This design comes from an exercise in tuning for small area, a short achievable clock period and few clock cycles per item on the open sky130 flow, not from production work. No run shown here included a check of the RTL's function; only the layout flow was run.

==> flow/design.v (outline; a module is shown in full before it is edited, if it fits) <==
// module serac_cascade: 3134 lines
module serac_cascade (
    input  wire        clk,
    input  wire        rst,         
    input  wire        cfg_we,
    input  wire [5:0]  cfg_addr,    
    input  wire [31:0] cfg_data,
    input  wire        clr_state,   
    input  wire        in_valid,
    output wire        in_ready,
    input  wire [31:0] in_x,
    output reg         out_valid,
    output reg  [31:0] out_y
);
  // ...
==> flow/flow/run.sh <==
#!/bin/bash
set -euo pipefail
bash standard.sh SETUP_SLACK_MARGIN=15 \
    "BUFFER_PORTS_ARGS=-buffer_cell sky130_fd_sc_hd__buf_4" \
    finish > standard_flow.log 2>&1
==> flow/standard.sh <==
#!/bin/bash
# synth_recipe.tcl (not shown) runs the flow's synth.tcl, then flattens the netlist and writes it again
# the make line also repeats each setting of config.mk as NAME=value (left out here)
make -C /OpenROAD-flow-scripts/flow DESIGN_CONFIG=/design/flow/config.mk WORK_HOME=/design/flow/orfs CLKGATE_MAP_FILE= SYNTH_SCRIPT=/design/flow/synth_recipe.tcl "${@:-finish}"
==> flow/config.mk <==
export PLATFORM = sky130hd
export DESIGN_NAME = serac_cascade
export DESIGN_NICKNAME = serac_cascade
export VERILOG_FILES = /design/flow/design.v
export SDC_FILE = /design/flow/constraint.sdc
export NUM_CORES = 8
export LEC_CHECK = 0
export CAP_MARGIN = 20
export CORE_MARGIN = 2
export CORE_UTILIZATION = 40
export PLACE_DENSITY = 0.6
export SETUP_SLACK_MARGIN = 0.5
export SLEW_MARGIN = 20
==> flow/constraint.sdc <==
create_clock -name core_clock -period 20.0 [get_ports {clk}]
set_input_delay 4.0000 -clock core_clock [delete_from_list [all_inputs] [get_ports {clk}]]
set_output_delay 4.0000 -clock core_clock [all_outputs]
set_load 0.01 [all_outputs]
==> results.cfg, run 1 <==
[die]
die_area_um2 = 576000
io_pins = 109
initial_utilization_pct = 40.1
die_h_um = 759

[clocking]
clk_path_buf_depth = 4
root_buffer = clkbuf_16
cts_sinks = 3172

[finish]
largest_cell_class = multi-input gates
largest_register_ffs = 376
final-nonclk-buf-share_pct = 3.57
fin_cells = 27900
seq_cell_count = 3172

[setup_path]
crit_buf_inv = 1
cp-start-kind = flop
crit_family = flip-flops
crit_end = out_y[18]

[synthesis]
synth_area_um2 = 228000
synth_top_area_cell = edfxtp_1
synthMostInstantiatedCell = a22oi_1
yosys.area_share.xor_xnor_pct = 11.0
synth.top_cells.by_count = a22oi_1, fa_1, inv_1
synth_edf_count = 2118
yosys.area_share.adder_pct = 24.0

[global_routing]
grt-ovfl-total = 0
met2_usage_pct = 47.3
top_usage_layer = met2

[hold_path]
hold_start = secC[1]$_DFF_P_
holdPathStages = 0
hp-class = reg2reg

[routing]
wl_met2_um = 403000
route.detailed.drc = 0
post_drt_wl_per_cell_um = 33.6
dr_total_vias = 176000

[job]
cap_viol_max_count = 0

[place]
placed_cells = 26900

[status]
status = complete, no violations
==> inputs of run 2 (changes only) <==
==> flow/flow/run.sh (replaced) <==
#!/bin/bash
set -euo pipefail
R=$PWD/orfs/results/sky130hd/serac_cascade/base
bash standard.sh synth > synth.log 2>&1
python3 flow/fa_polarity.py $R/1_2_yosys.v $R/1_2_yosys.pol.v > fa_polarity.log 2>&1
cp $R/1_2_yosys.v $R/1_2_yosys.std.v
mv $R/1_2_yosys.pol.v $R/1_2_yosys.v
rm -f $R/1_synth.odb $R/1_synth.sdc
bash standard.sh SETUP_SLACK_MARGIN=15 \
    "BUFFER_PORTS_ARGS=-buffer_cell sky130_fd_sc_hd__buf_4" \
    finish > standard_flow.log 2>&1
==> flow/flow/fa_polarity.py (new file) <==
#!/usr/bin/env python3
"""Remove inverters between full adders in a flat sky130 gate netlist.

A full adder satisfies FA(~a, ~b, ~c) = ~FA(a, b, c) on both outputs. Each
fa cell may therefore be "flipped": its inputs and its outputs complemented.
The pass strips the removable inverters (inv_* cells whose output is not a
port or an assign operand), chooses the flips by local search so that as few
inversions as possible remain, and puts back one inverter per net that still
needs its complement. Registers and every other cell are left as they are.

usage: fa_polarity.py in.v out.v
"""
import re
import sys
from collections import defaultdict

OUT_PINS = {"X", "Y", "Q", "Q_N", "SUM", "COUT", "HI", "LO"}

src = open(sys.argv[1]).read()
m = re.search(r"\bmodule\s+(\S+)\s*\((.*?)\);", src, re.S)
ports = set(p.strip().lstrip("\\") for p in m.group(2).split(","))

inst_re = re.compile(r"^(\s*)(sky130_fd_sc_hd__\w+)\s+(\S+)\s*\((.*?)\);\s*$", re.S | re.M)
pin_re = re.compile(r"\.(\w+)\(\s*(.*?)\s*\)\s*(?:,|$)", re.S)

cells = []          # [type, name, {pin: net}, span]
for mt in inst_re.finditer(src):
    pins = dict(pin_re.findall(mt.group(4)))
    cells.append([mt.group(2), mt.group(3), pins, mt.span()])

def base(n):
    n = n.strip()
    n = re.sub(r"\[\d+\]$", "", n)
    return n.lstrip("\\").strip()

assign_nets = set()
for am in re.finditer(r"^\s*assign\s+(.*?);", src, re.S | re.M):
    for tok in re.findall(r"\\?[A-Za-z_$][\w$.\[\]\\]*(?:\s*\[\d+\])?", am.group(1)):
        assign_nets.add(tok.strip())

def is_port(n):
    return base(n) in ports

drv = {}
for i, (t, name, pins, _) in enumerate(cells):
    for p, n in pins.items():
        if p in OUT_PINS:
            drv[n] = (i, p)

def is_inv(t):
    return re.match(r"sky130_fd_sc_hd__(inv|clkinv)_\d+$", t) is not None

removable = set()
for i, (t, name, pins, _) in enumerate(cells):
    if is_inv(t) and t.endswith("inv_1"):
        y = pins["Y"]
        if not is_port(y) and y not in assign_nets and not y.startswith("\\"):
            removable.add(i)

def logical(n):
    """(source net, parity) following removable inverters."""
    par = 0
    seen = 0
    while n in drv and drv[n][0] in removable:
        n = cells[drv[n][0]][2]["A"]
        par ^= 1
        seen += 1
        if seen > 100:
            break
    return n, par

isfa = [t.startswith("sky130_fd_sc_hd__fa_") for (t, _, _, _) in cells]
XSWAP = {"sky130_fd_sc_hd__xor2_1": "sky130_fd_sc_hd__xnor2_1",
         "sky130_fd_sc_hd__xnor2_1": "sky130_fd_sc_hd__xor2_1"}
isx = [t in XSWAP for (t, _, _, _) in cells]     # output polarity may flip

# loads: (cell index, pin, source net, parity)
loads = []
for i, (t, name, pins, _) in enumerate(cells):
    if i in removable:
        continue
    for p, n in pins.items():
        if p in OUT_PINS:
            continue
        if not n or n.startswith("1'"):
            continue
        s, par = logical(n)
        if par == 0 and s == n:
            continue       # not through a removable inverter: leave alone,
                           # unless the cell is an fa (it may flip)
        loads.append((i, p, s, par))
# fa input pins that are not behind an inverter still matter if the fa flips
for i, (t, name, pins, _) in enumerate(cells):
    if i in removable or not isfa[i]:
        continue
    for p in ("A", "B", "CIN"):
        n = pins[p]
        s, par = logical(n)
        if par == 0 and s == n:
            loads.append((i, p, s, 0))
# loads of fa outputs that are not behind an inverter
fa_out_nets = {}
for i, (t, name, pins, _) in enumerate(cells):
    if isfa[i]:
        for p in ("SUM", "COUT"):
            fa_out_nets[pins[p]] = i
    if isx[i]:
        fa_out_nets[pins["X" if "X" in pins else "Y"]] = i
have = set((l[0], l[1]) for l in loads)
for i, (t, name, pins, _) in enumerate(cells):
    if i in removable:
        continue
    for p, n in pins.items():
        if p in OUT_PINS or (i, p) in have:
            continue
        if n in fa_out_nets:
            loads.append((i, p, n, 0))
# ports / assigns driven by fa outputs can not change polarity: pin the fa
pinned = set()
for n, i in fa_out_nets.items():
    if is_port(n) or n in assign_nets:
        pinned.add(i)
# constants feeding fa inputs: the fa may still flip (use the other constant)

def src_fa(s):
    d = drv.get(s)
    if d and (isfa[d[0]] or isx[d[0]]):
        return d[0]
    return None

by_src = defaultdict(list)
for li, (i, p, s, par) in enumerate(loads):
    by_src[s].append(li)
cell_srcs = defaultdict(set)
for s, lis in by_src.items():
    g = src_fa(s)
    if g is not None:
        cell_srcs[g].add(s)
    for li in lis:
        i = loads[li][0]
        if isfa[i]:
            cell_srcs[i].add(s)

phi = [0] * len(cells)

def need(li):
    i, p, s, par = loads[li]
    r = par
    if isfa[i]:
        r ^= phi[i]
    g = src_fa(s)
    if g is not None:
        r ^= phi[g]
    return r

def cost_src(s):
    if s.startswith("1'"):
        return 0
    return 1 if any(need(li) for li in by_src[s]) else 0

def total():
    return sum(cost_src(s) for s in by_src)

import random
random.seed(1)
before = total()
flippable = [f for f in range(len(cells)) if (isfa[f] or isx[f]) and f not in pinned]
cur = before
best = cur
best_phi = list(phi)
T = 2.0
steps = 60 * len(flippable)
passes = 0
for it in range(steps):
    f = random.choice(flippable)
    ss = cell_srcs[f]
    c0 = sum(cost_src(x) for x in ss)
    phi[f] ^= 1
    c1 = sum(cost_src(x) for x in ss)
    d = c1 - c0
    if d <= 0 or random.random() < pow(2.718, -d / T):
        cur += d
        if cur < best:
            best = cur
            best_phi = list(phi)
    else:
        phi[f] ^= 1
    T = max(0.02, 2.0 * (1 - it / steps))
phi = best_phi
# final greedy cleanup
improved = True
while improved:
    improved = False
    passes += 1
    for f in flippable:
        ss = cell_srcs[f]
        c0 = sum(cost_src(x) for x in ss)
        phi[f] ^= 1
        c1 = sum(cost_src(x) for x in ss)
        if c1 < c0:
            improved = True
        else:
            phi[f] ^= 1
after = total()

# rebuild
newpins = {}
inv_for = {}
extra = []
k = 0
for li, (i, p, s, par) in enumerate(loads):
    r = need(li)
    if r == 0:
        newpins[(i, p)] = s
    else:
        if s.startswith("1'"):
            newpins[(i, p)] = "1'h1" if s.endswith("0") else "1'h0"
            continue
        if s not in inv_for:
            k += 1
            nn = "_fapol_%d_" % k
            inv_for[s] = nn
            extra.append((s, nn))
        newpins[(i, p)] = inv_for[s]

out = []
pos = 0
for i, (t, name, pins, span) in enumerate(cells):
    out.append(src[pos:span[0]])
    pos = span[1]
    if i in removable:
        continue
    ren = {}
    if isx[i] and phi[i]:
        t = XSWAP[t]
        ren = {"X": "Y", "Y": "X"}
    body = []
    for p, n in pins.items():
        p = ren.get(p, p) if p in ("X", "Y") else p
        body.append("    .%s(%s )" % (p, newpins.get((i, ren.get(p, p) if ren else p), n)))
    out.append("  %s %s (\n%s\n  );" % (t, name, ",\n".join(body)))
rest = src[pos:]
decl = "".join("  wire %s;\n" % nn for (_, nn) in extra)
insts = "".join("  sky130_fd_sc_hd__inv_1 _fapol_inv_%d_ (\n    .A(%s ),\n    .Y(%s )\n  );\n"
                % (j + 1, s, nn) for j, (s, nn) in enumerate(extra))
rest = rest.replace("endmodule", insts + "endmodule", 1)
text = "".join(out) + rest
# declare new wires after the module header
text = re.sub(r"(\bmodule\s+\S+\s*\(.*?\);\n)", lambda mm: mm.group(1) + decl, text, count=1, flags=re.S)
open(sys.argv[2], "w").write(text)
nflip = sum(phi)
sys.stderr.write("fa_polarity: %d removable inverters, %d -> %d needed, %d fa flipped, %d passes\n"
                 % (len(removable), before, after, nflip, passes))
==> results.cfg, run 2 <==
[status]
status = complete, no violations

[timing]
setup_violations = 0
fin_skew_ns = 0.0771
finalSetupTns_ns = 0
finalHoldViolations = 0
max_freq_mhz = 177
relSlewSlack_pct = 16.4
finalWorstSetupSlack_ns = 14.35
slew_viol_final = 0
post-route-period-util_pct = 28.3
fin_crit_ns = 5.65
holdWs_ns = 0.325
tightest_slew_ns = 1.25
rsz0062_at_grt = yes

[die]
die_h_um = 749
initial_utilization_pct = 40.2
io_pins = 109
core_area_um2 = 553000
die_area_um2 = 562000
die_w_um = 749
row_count = 273

[job]
cap_viol_max_count = 0

[synthesis]
syn_area_per_cell_um2 = 11.8
synth_area_um2 = 222000
ys_warn_count = 1
synthCells = 18900
syn-num-nets = 21900

[hold_path]
hold_path_end = secD[0]$_DFF_P_
hold_start = secC[0]$_DFF_P_
holdPathStages = 0
hp-class = reg2reg

[setup_path]
slowest_stage = edfxtp_1
crit_path_end_kind = output pin
path_max_fanout = 1
cpPeakStageDelay_ns = 0.48
required_ns = 16.00
crit_family = flip-flops
cp-start-kind = flop
r2r_cells = 19
critical_path_depth = 1
reg2reg_slack_ns = 14.79
crit_buf_inv = 1
critPathArrivalTime_ns = 1.65
critical_path_class = reg2out
startpoint = out_y[4]$_DFFE_PP_
r2r-start = s1_B[7]$_DFF_P_
worstPathCellList = buf_6
r2r_end = xd_A[43]$_DFF_P_

[routing]
finalWirelength_um = 933000
first_pass_iters = 9
drtIter0Drc = 23900
vias_per_cell = 6.55
post_drt_wl_per_cell_um = 35.9
postRouteAntennaNets = 0
route.detailed.drc = 0
dr_total_vias = 170000

[clocking]
clkLatencyLatePin_ns = 1.02
htreeDepth = 5
clk_path_buf_depth = 4
clk_pin_slew_ns = 0.06
cts_tree = yes
root_buffer = clkbuf_16
cts_made_buffers = 334
cts_sinks = 3172

[place]
gp_congestion = 0.974
place_ws_ns = 11.95
placed_cells = 25000
hpwlAfterDp_um = 590000
portBuffers = 108

[finish]
final_layout_size_suffix_gt1_share_pct = 12.1
top_register = s1r
largestRegisters = s1r x376, s2r x368
fin_cells = 26000
fin_util_pct = 45.0
areaGrowthSynthToFinish_pct = 11.9
most-common-layout-cells = a22oi_1, fa_1, edfxtp_1, xor2_1, xnor2_1
fillers = 50000
final_nets = 21300
layout_commonest_cell = a22oi_1
largest_register_ffs = 376

[global_routing]
grt-ovfl-total = 0
grt_usage_pct = 32.4
grt_antenna_before_repair = 81
grt_pass1_wl_um = 1310000
grt_max_degree = 77
first_global_vias = 175000
-- run 2: cell types whose count changed in the layout (fill, tap and decap cells not counted), moves of 21 or more --
cell | before | now
inv_1 | 2205 | 637
xnor2_1 | 2008 | 1163
xor2_1 | 784 | 1609
clkbuf_8 | 47 | 19
buf_6 | 128 | 103
dfxtp_2 | 84 | 109
clkbuf_1 | 66 | 90
buf_4 | 762 | 739
ha_1 | 461 | 439
clkinv_1 | 34 | 55
-- run 2: repair_timing --
| action | CTS | global route |
|---|---|---|
| pin swaps | 87 | 103 |
| setup endpoints to repair | 862 | 523 |
| gates resized for setup | 551 | 285 |
| hold buffers | 0 | 0 |
| cloned | 18 | 3 |
| buffers inserted | 134 | 53 |
-- run 2: worst max-delay path by stage --
stage	to	slack, ns
6_report	out_y[4]	14.35
5_1_grt	out_y[4]	14.34
4_1_cts	out_y[4]	14.36
3_5_place_dp	xd_A[1]$_DFF_P_	11.95
3_3_place_gp	xd_A[32]$_DFF_P_	11.95
2_1_floorplan	xd_A[46]$_DFF_P_	14.33
-- run 2: stage by stage --
stage	area [um^2]
6_report	249000
5_1_grt	249000
4_1_cts	246000
3_5_place_dp	231000
3_3_place_gp	231000
2_1_floorplan	222000
-- run 2: area by class of cell --
cell class | count | area, um^2 | area share, %
Inverter | 659 | 2570 | 1.03
Timing Repair inverter | 2 | 10.0 | 0.00402
Antenna cell | 145 | 363 | 0.146
Sequential cell | 3172 | 85100 | 34.2
Timing Repair Buffer | 915 | 8320 | 3.35
Tap cell | 7287 | 9120 | 3.67
Clock inverter | 171 | 1870 | 0.754
Multi-Input combinational cell | 13200 | 132000 | 53.2
Clock buffer | 445 | 9030 | 3.63
-- run 2: per-layer routing --
metal	wire length [um]	vias to the layer above	track usage, %
met3	130000	3602	11.8
met1	333000	86500	39.9
li1	-	66600	-
met2	397000	13700	47.8
met5	142	-	0.0170
met4	73200	20	21.1

==> re-timing with driven ports <==
In the flow no input, the clock included, has a driving cell. The finished layouts below were timed again as built, in two steps. Step 1 (the two cells are an assumption about what drives the block):
set clk [get_ports {clk}]
set_driving_cell -lib_cell sky130_fd_sc_hd__clkbuf_16 $clk
set_driving_cell -lib_cell sky130_fd_sc_hd__buf_2 [delete_from_list [all_inputs] $clk]
Step 2 adds t to the input delays and takes it off the output delays; t is the mean of the earliest and latest rising clock arrival at the registers after step 1. Input paths then give back, and output paths get back, about the clock's delay inside the block. Three values: ideal, step 1, step 2; two values: the first two.
run	t (ns)	setup slack, ns	hold slack, ns	worst setup path after step 2	pins driven straight from the clock port
run 1	1.131	14.373 / 14.238 / 13.681	0.322 / 0.322 / 0.322	input to register	1
run 2	1.116	14.347 / 14.215 / 13.769	0.325 / 0.325 / 0.325	input to register	1
After both steps setup and hold are still met in every run listed. For run 1, which loses most, drivers alone change the setup slack by -0.135 ns; drivers and shift together by -0.692 ns.
